This design comes from an exercise in tuning for small area, a short achievable clock period and few clock cycles on the open sky130 flow, not from production work. The RTL was checked by simulation tests, not by an equivalence proof against the original design.

==> design/flow/design.v <==
module pred_enc (
    input  wire        clk,
    input  wire        rst,
    input  wire        in_valid,
    output wire        in_ready,
    input  wire [15:0] in_r,
    input  wire [15:0] in_g,
    input  wire [15:0] in_b,
    input  wire [15:0] in_ar,
    input  wire [15:0] in_ag,
    input  wire [15:0] in_ab,
    input  wire        in_odd,
    input  wire        in_pred_en,
    input  wire        in_last,
    output wire        out_valid,
    input  wire        out_ready,
    output wire [63:0] out_data,
    output wire [15:0] out_entry,
    output wire        out_last
);
    localparam [1:0] MODE_FLAT = 2'b01;
    localparam [1:0] MODE_PRED = 2'b10;
    localparam [1:0] MODE_RAW  = 2'b11;
    localparam [1:0] S_IN     = 2'd0;
    localparam [1:0] S_DECIDE = 2'd1;
    localparam [1:0] S_EMIT   = 2'd2;
    reg [1:0] state;
    function [15:0] predict;
        input        odd;
        input        first;
        input [15:0] left;    
        input [15:0] bv;      
        input [15:0] cv_in;   
        reg   [15:0] av, cv, mx, mn;
        reg   [16:0] sum;
        begin
            if (!odd) begin
                predict = first ? 16'd0 : left;
            end else begin
                av = first ? bv : left;
                cv = first ? bv : cv_in;
                mx = (av > bv) ? av : bv;
                mn = (av > bv) ? bv : av;
                sum = {1'b0, av} + {1'b0, bv} - {1'b0, cv};
                if (cv >= mx)      predict = mn;
                else if (cv <= mn) predict = mx;
                else               predict = sum[15:0];
            end
        end
    endfunction
    function [14:0] map_res;
        input [15:0] u;
        input [15:0] p;
        reg   [16:0] d;
        reg   [16:0] m;
        begin
            d = {1'b0, u} - {1'b0, p};
            if (!d[16]) m = d << 1;
            else        m = ((~d + 17'd1) << 1) - 17'd1;
            map_res = m[14:0];
        end
    endfunction
    function [4:0] code_len;
        input [14:0] m;
        input [3:0]  k;
        reg   [14:0] q;
        begin
            q = m >> k;
            if (q < 15'd16) code_len = q[4:0] + 5'd1 + {1'b0, k};
            else            code_len = 5'd31;
        end
    endfunction
    reg [47:0] pix  [0:63];    
    reg [44:0] mres [0:63];    
    reg [6:0]  cnt;            
    reg [6:0]  n;              
    reg        odd_q;
    reg        pen_q;
    reg        flat;
    reg [47:0] prev_cur;
    reg [47:0] prev_above;
    reg [10:0] cost [0:2][0:15];
    wire        first = (cnt == 7'd0);
    wire [47:0] cur_px   = {in_r, in_g, in_b};
    wire [47:0] above_px = {in_ar, in_ag, in_ab};
    wire        odd_now  = first ? in_odd : odd_q;
    wire [15:0] p_r = predict(odd_now, first, prev_cur[47:32], in_ar, prev_above[47:32]);
    wire [15:0] p_g = predict(odd_now, first, prev_cur[31:16], in_ag, prev_above[31:16]);
    wire [15:0] p_b = predict(odd_now, first, prev_cur[15:0],  in_ab, prev_above[15:0]);
    wire [14:0] m_r = map_res(in_r, p_r);
    wire [14:0] m_g = map_res(in_g, p_g);
    wire [14:0] m_b = map_res(in_b, p_b);
    assign in_ready = (state == S_IN);
    wire   in_fire  = in_valid && in_ready;
    integer c, kk;
    always @(posedge clk) begin
        if (in_fire) begin
            pix[cnt[5:0]]  <= cur_px;
            mres[cnt[5:0]] <= {m_r, m_g, m_b};
            prev_cur       <= cur_px;
            prev_above     <= above_px;
            for (kk = 0; kk < 16; kk = kk + 1) begin
                cost[0][kk] <= (first ? 11'd0 : cost[0][kk]) + {6'd0, code_len(m_r, kk[3:0])};
                cost[1][kk] <= (first ? 11'd0 : cost[1][kk]) + {6'd0, code_len(m_g, kk[3:0])};
                cost[2][kk] <= (first ? 11'd0 : cost[2][kk]) + {6'd0, code_len(m_b, kk[3:0])};
            end
            if (first) begin
                odd_q <= in_odd;
                pen_q <= in_pred_en;
                flat  <= 1'b1;
            end else if (cur_px != pix[0]) begin
                flat  <= 1'b0;
            end
        end
    end
    reg [3:0]  best_k   [0:2];
    reg [10:0] best_c   [0:2];
    reg [12:0] pred_bits;
    reg [14:0] lvl [0:30];     
    always @(*) begin
        for (c = 0; c < 3; c = c + 1) begin
            for (kk = 0; kk < 16; kk = kk + 1)
                lvl[kk] = {kk[3:0], cost[c][kk]};
            for (kk = 0; kk < 15; kk = kk + 1)
                lvl[16 + kk] = (lvl[2*kk + 1][10:0] < lvl[2*kk][10:0]) ? lvl[2*kk + 1] : lvl[2*kk];
            best_k[c] = lvl[30][14:11];
            best_c[c] = lvl[30][10:0];
        end
        pred_bits = 13'd12 + {2'd0, best_c[0]} + {2'd0, best_c[1]} + {2'd0, best_c[2]}
                  + (odd_q ? {6'd0, n} : 13'd0);
    end
    wire [12:0] raw_bits = {1'b0, n, 5'd0} + {2'b0, n, 4'd0};    
    reg [1:0]  mode;
    reg [8:0]  len;
    reg [3:0]  k_sel [0:2];
    reg [111:0] acc;
    reg [6:0]   acc_n;         
    reg [6:0]   idx;           
    reg [1:0]   ch;            
    reg         hdr_done;
    reg         items_done;
    reg [47:0] item_val;       
    reg [5:0]  item_len;
    reg [47:0] ipx;
    reg [14:0] im;
    reg [3:0]  ik;
    reg [14:0] iq;
    reg [31:0] code;
    reg [4:0]  clen;
    always @(*) begin
        ipx = pix[idx[5:0]];
        case (ch)
            2'd0:    begin im = mres[idx[5:0]][44:30]; ik = k_sel[0]; end
            2'd1:    begin im = mres[idx[5:0]][29:15]; ik = k_sel[1]; end
            default: begin im = mres[idx[5:0]][14:0];  ik = k_sel[2]; end
        endcase
        iq = im >> ik;
        if (iq < 15'd16) begin
            code = (((32'd1 << iq[3:0]) - 32'd1) << ({1'b0, ik} + 5'd1))
                 | ({17'd0, im} & ((32'd1 << ik) - 32'd1));
            clen = iq[4:0] + 5'd1 + {1'b0, ik};
        end else begin
            code = {1'b0, 16'hFFFF, im};
            clen = 5'd31;
        end
        if (mode == MODE_PRED) begin
            if (!hdr_done) begin
                item_val = {36'd0, k_sel[0], k_sel[1], k_sel[2]};
                item_len = 6'd12;
            end else begin
                item_val = {16'd0, code};
                item_len = {1'b0, clen} + ((odd_q && ch == 2'd0) ? 6'd1 : 6'd0);
            end
        end else begin
            item_val = {ipx[39:32], ipx[47:40], ipx[23:16], ipx[31:24], ipx[7:0], ipx[15:8]};
            item_len = 6'd48;
        end
    end
    wire [47:0]  item_top = item_val << (6'd48 - item_len);
    wire [111:0] item_at  = {item_top, 64'd0} >> acc_n;
    wire pop_full  = (acc_n >= 7'd64);
    wire pop_final = items_done && (acc_n != 7'd0);
    assign out_valid = (state == S_EMIT) && (pop_full || pop_final);
    assign out_last  = items_done && (acc_n <= 7'd64);
    assign out_entry = {5'd0, len, mode};
    genvar bi;
    generate
        for (bi = 0; bi < 8; bi = bi + 1) begin : g_bytes
            assign out_data[8*bi +: 8] = acc[111 - 8*bi -: 8];
        end
    endgenerate
    wire last_item = (mode == MODE_FLAT) ||
                     (mode == MODE_RAW  && idx == n - 7'd1) ||
                     (mode == MODE_PRED && hdr_done && ch == 2'd2 && idx == n - 7'd1);
    always @(posedge clk) begin
        if (rst) begin
            state      <= S_IN;
            cnt        <= 7'd0;
            acc_n      <= 7'd0;
            items_done <= 1'b0;
        end else begin
            case (state)
                S_IN: begin
                    if (in_fire) begin
                        if (in_last) begin
                            n     <= cnt + 7'd1;
                            cnt   <= 7'd0;
                            state <= S_DECIDE;
                        end else begin
                            cnt <= cnt + 7'd1;
                        end
                    end
                end
                S_DECIDE: begin
                    k_sel[0] <= best_k[0];
                    k_sel[1] <= best_k[1];
                    k_sel[2] <= best_k[2];
                    if (pen_q && flat) begin
                        mode <= MODE_FLAT;
                        len  <= 9'd6;
                    end else if (!pen_q || pred_bits > raw_bits) begin
                        mode <= MODE_RAW;
                        len  <= raw_bits[11:3];
                    end else begin
                        mode <= MODE_PRED;
                        len  <= pred_bits[11:3] + (pred_bits[2:0] != 3'd0 ? 9'd1 : 9'd0);
                    end
                    acc        <= 112'd0;
                    acc_n      <= 7'd0;
                    idx        <= 7'd0;
                    ch         <= 2'd0;
                    hdr_done   <= 1'b0;
                    items_done <= 1'b0;
                    state      <= S_EMIT;
                end
                S_EMIT: begin
                    if (out_valid) begin
                        if (out_ready) begin
                            acc   <= acc << 64;
                            acc_n <= (acc_n >= 7'd64) ? acc_n - 7'd64 : 7'd0;
                            if (out_last) begin
                                items_done <= 1'b0;
                                state      <= S_IN;
                            end
                        end
                    end else if (!items_done) begin
                        acc   <= acc | item_at;
                        acc_n <= acc_n + {1'b0, item_len};
                        if (last_item) begin
                            items_done <= 1'b1;
                        end
                        if (mode == MODE_PRED && !hdr_done) begin
                            hdr_done <= 1'b1;
                        end else if (mode == MODE_PRED && ch != 2'd2) begin
                            ch <= ch + 2'd1;
                        end else begin
                            ch  <= 2'd0;
                            idx <= idx + 7'd1;
                        end
                    end
                end
                default: state <= S_IN;
            endcase
        end
    end
endmodule
==> design/flow/run.sh <==
#!/bin/bash
# synth_recipe.tcl (not shown) runs the flow's synth.tcl, then flattens the netlist and writes it again
# the make line also repeats each setting of config.mk as NAME=value (left out here)
make -C /OpenROAD-flow-scripts/flow DESIGN_CONFIG=/design/flow/config.mk WORK_HOME=/design/flow/orfs CLKGATE_MAP_FILE= SYNTH_SCRIPT=/design/flow/synth_recipe.tcl finish
==> design/flow/config.mk <==
export PLATFORM = sky130hd
export DESIGN_NAME = pred_enc
export DESIGN_NICKNAME = pred_enc
export VERILOG_FILES = /design/flow/design.v
export SDC_FILE = /design/flow/constraint.sdc
export NUM_CORES = 8
export LEC_CHECK = 0
export CAP_MARGIN = 20
export CORE_MARGIN = 2
export CORE_UTILIZATION = 25
export SLEW_MARGIN = 20
==> design/flow/constraint.sdc <==
create_clock -name core_clock -period 22.0 [get_ports {clk}]
set_input_delay 4.4000 -clock core_clock [delete_from_list [all_inputs] [get_ports {clk}]]
set_output_delay 4.4000 -clock core_clock [all_outputs]
set_load 0.01 [all_outputs]
==> metrics.log <==
INFO  metric run_status = timing/DRC/antenna clean
INFO  metric clkSlewWorstSetupHoldPaths = roughly 0.06 ns
INFO  metric syn-instance-count = approximately 20,000
INFO  metric worst_ep_required = between 20 and 25 ns
INFO  metric worst-path-buf-inv = 6
INFO  metric postSynthRegisterBits = between 6,000 and 7,000
INFO  metric post-route-min-period = 19.47 ns
INFO  metric grt_overflow_total = 0
INFO  metric crit_family = compound AO/OA/AOI/OAI gates
INFO  metric cts_max_level = 6
INFO  metric cts-hold-fix-buffers = 0
INFO  metric grt_start_max_net_pins = 124
INFO  metric critical-path-top-cell-by-count = sky130_fd_sc_hd__a21oi_1
INFO  metric dr_total_vias = between 150k and 200k
INFO  metric crit_path_max_fanout = 17
INFO  metric hpwlAfterDp = about 680,000 microns
INFO  metric worst-endpoint-arrival = about 20 ns
INFO  metric gpl.final_weighted_congestion = 0.900
INFO  metric area_delta_synth_final = 14.4%
INFO  metric cts_post_setup_buffers_inserted = 0
INFO  metric final_nets = 21,800
INFO  metric commonest_cells_after_routing_fill_and_taps_aside = sky130_fd_sc_hd__edfxtp_1, sky130_fd_sc_hd__mux4_2, sky130_fd_sc_hd__nand2_1
INFO  metric min_period_over_period = 0.885
INFO  metric max_stage_delay = between 0.8 and 0.9 ns
INFO  metric grt.total_usage = 0.164
INFO  metric timing.critical_path.slowest_stage_cell = sky130_fd_sc_hd__nor4_1
INFO  metric synth_simple_gate_area_share = 0.0567
INFO  metric final-max-slew-violation-count = 0
INFO  metric initial_core_util = 0.250
INFO  metric maxCapViolCount = 0
INFO  metric muxShareOfSynthArea = 0.141
INFO  metric setup_viol_count_final = 0
INFO  metric drt-total-wl = between 1,000,000 and 1,500,000 microns
INFO  metric clkLatencyLatePin = between 1 and 1.5 ns
INFO  metric floorplan.core_area = between 1 and 1.5 sq mm
INFO  metric first_global_vias = ~190k
INFO  metric die_width = ~1100 microns
INFO  metric synth_area_per_cell = 15.8 sq um
INFO  metric die_area = 1.27 sq mm
INFO  metric routed_wire_length_per_instance = 28.6 microns
INFO  metric yosys.cell_types.count = between 100 and 150
INFO  metric fmax = 51.4 MHz
INFO  metric finalWorstSetupSlack = ~2.5 ns
INFO  metric antenna_found_initial = 87
INFO  metric slew_headroom = 0.126
INFO  metric synth-compound-area-share = 0.0687
INFO  metric worst_setup_ep_type = register
INFO  metric synth_enable_flop_cells = around 6,700
INFO  metric finClkSkew = ~0.15 ns
INFO  metric yosysWarningCount = 6
INFO  metric dpl_worst_slack = between 1.5 and 2 ns
INFO  metric post_cts_resize_count = 0
INFO  metric antenna_violating_nets_post_route = 0
INFO  metric critPathKind = in -> reg
INFO  metric adder_cell_fraction_of_synth_area = 0.0484
INFO  metric cts-buffers-inserted = just over 700
INFO  metric die-height = between 1000 and 1500 microns
INFO  metric viasPerCell = roughly 5.1
INFO  metric kind_of_start_point_of_the_critical_path = input port
INFO  metric placementRows = between 400 and 500
INFO  metric clock_tree.root_cell = sky130_fd_sc_hd__clkbuf_16
INFO  metric holdCritPathClass = reg -> reg
INFO  metric global_route_wire_length_before_repair = 1,490,000 microns
INFO  metric io_pins = ~190
INFO  metric synth_flop_cell = sky130_fd_sc_hd__edfxtp_1
INFO  metric synth_area = about 0.32 sq mm
INFO  metric synth-xor-area-share = 0.0180
INFO  metric tritoncts_clock_tree = done
INFO  metric clock_tree.buffer_depth = 5
INFO  metric final_layout_size_suffix_gt1_frac = 0.171
INFO  metric cts_num_sinks = 6,742
INFO  metric place.port_buffers = 180
INFO  metric max_slew.worst_pin.slew = 1.31 ns
INFO  metric yosysSeqAreaShare = 0.640
INFO  metric report.final.hold_viol_count = 0
INFO  metric largest_family_of_logic_cells_by_synthesized_area = multiplexers
INFO  metric dr.first_iter.drc_count = 27,400
INFO  metric layout.cells.most_common = sky130_fd_sc_hd__edfxtp_1
INFO  metric rsz_0062_raised_after_global_routing = false
INFO  metric drc_viols = 0
INFO  metric drt_pre_antenna_iters = 15
INFO  metric async_flop_share = 0
INFO  metric setup_total_negative_slack = 0 ns
## cell families (layout without fill, tap and decap cells)
logic type	after synthesis	count (layout)
flops	6742	6742
simple gates	3813	3813
compound gates	3309	3309
mux	2463	2463
buf+inv	1899	2896
fa+ha+maj	1159	1159
xor+xnor	649	649
other cells	1	36
## cell usage after synthesis, types with 138 or more instances
cell / number / area (sq um)
sky130_fd_sc_hd__nand3_1: 206 / 1030
sky130_fd_sc_hd__nand2b_1: 168 / 1050
sky130_fd_sc_hd__edfxtp_1: 6719 / 202000
sky130_fd_sc_hd__nor3_1: 247 / 1240
sky130_fd_sc_hd__nor2_1: 1117 / 4190
sky130_fd_sc_hd__a21oi_1: 993 / 4970
sky130_fd_sc_hd__nand2_1: 1186 / 4450
sky130_fd_sc_hd__a21o_1: 343 / 2570
sky130_fd_sc_hd__nand4_1: 138 / 863
sky130_fd_sc_hd__a22oi_1: 170 / 1280
sky130_fd_sc_hd__ha_1: 1046 / 13100
sky130_fd_sc_hd__mux4_2: 1587 / 35700
sky130_fd_sc_hd__mux2i_1: 758 / 7590
sky130_fd_sc_hd__and2_1: 212 / 1330
sky130_fd_sc_hd__buf_2: 195 / 976
sky130_fd_sc_hd__o21ai_0: 521 / 2610
sky130_fd_sc_hd__xnor2_1: 426 / 3730
sky130_fd_sc_hd__inv_1: 866 / 3250
sky130_fd_sc_hd__buf_4: 143 / 1070
sky130_fd_sc_hd__o22ai_1: 150 / 938
sky130_fd_sc_hd__xor2_1: 223 / 1950
sky130_fd_sc_hd__clkbuf_1: 525 / 1970
## per-layer routing
metal / routed length [microns] / up-vias / global-route usage
met5: 319 / - / 0
met4: 43100 / 46 / 0.0595
met3: 116000 / 1766 / 0.0385
met2: 490000 / 10900 / 0.254
li1: - / 79900 / -
met1: 435000 / 102000 / 0.224
## flip-flops by register name, indices dropped and copies added (netlist names), 2 cells and up, named ones only
signal / count
cnt: 7
k_sel: 12
state: 2
n: 7
acc_n: 7
prev_above: 48
ch: 2
acc: 112
prev_cur: 48
idx: 7
pix: 3072
mode: 2
cost: 516
len: 9
mres: 2880
## final timing paths
kind	from	endpoint	slack [ns]	cells after the start
max	in_ag[0]	cost[16][10]$_DFFE_PP_	2.53	78
min	state[1]$_SDFFE_PP0P_	state[1]$_SDFFE_PP0P_	0.53	2
max reg2reg	cnt[3]$_SDFFE_PP0P_	cost[16][10]$_DFFE_PP_	3.43	80
min reg2reg	state[1]$_SDFFE_PP0P_	state[1]$_SDFFE_PP0P_	0.53	2
## stage by stage
step                instances  hold WS, ns   util  instance area [sq um]
CTS                     37800        0.539  0.286                 361000
global route            37800        0.585  0.286                 362000
floorplan               20000        0.487      -                 316000
finish                  37900        0.533  0.286                 362000
global placement        36600        0.513  0.269                 339000
detailed placement      36600        0.525  0.269                 340000
## worst reg2reg max path: cells and delay by family, from the launching register on
family / cells / cell delay, ns
compound gates: 38 / 7.73
xor+xnor: 2 / 0.30
flops: 1 / 0.45
fa+ha+maj: 7 / 2.19
buf+inv: 6 / 1.51
simple gates: 27 / 6.07
## cell type report
type / count / area (sq um)
Multi-Input combinational cell: 11400 / 106000
Timing Repair Buffer: 797 / 6890
Fill cell: 125000 / 901000
Antenna cell: 31 / 77.6
Tap cell: 16800 / 21000
Sequential cell: 6742 / 202000
Clock inverter: 333 / 3020
Inverter: 879 / 3330
Clock buffer: 887 / 18700
Testbench counts, summed over its fixed seeds: cycles 173,353.

==> port drivers added, routing unchanged <==
Ports are ideal in the flow. The routed layout listed here was re-timed in OpenROAD.
Step 1 assumes that a clkbuf_16 drives the clock port and a buf_2 every other input.
Step 2 adds t to the input delays and takes it off the output delays; t is the mean of the earliest and latest rising clock arrival at the registers after step 1. Input paths then give back, and output paths get back, about the clock's delay inside the block.
Three values: no drivers, after step 1, after step 2; two values: the first two.
t (ns): 1.239
slack for setup (ns): 2.532 / 2.667 / 1.428
clock arrival spread, ns: 0.150 / 0.150
After both steps this run still meets setup and hold. For this run, drivers alone change the setup slack by +0.135 ns; drivers and shift together by -1.104 ns.
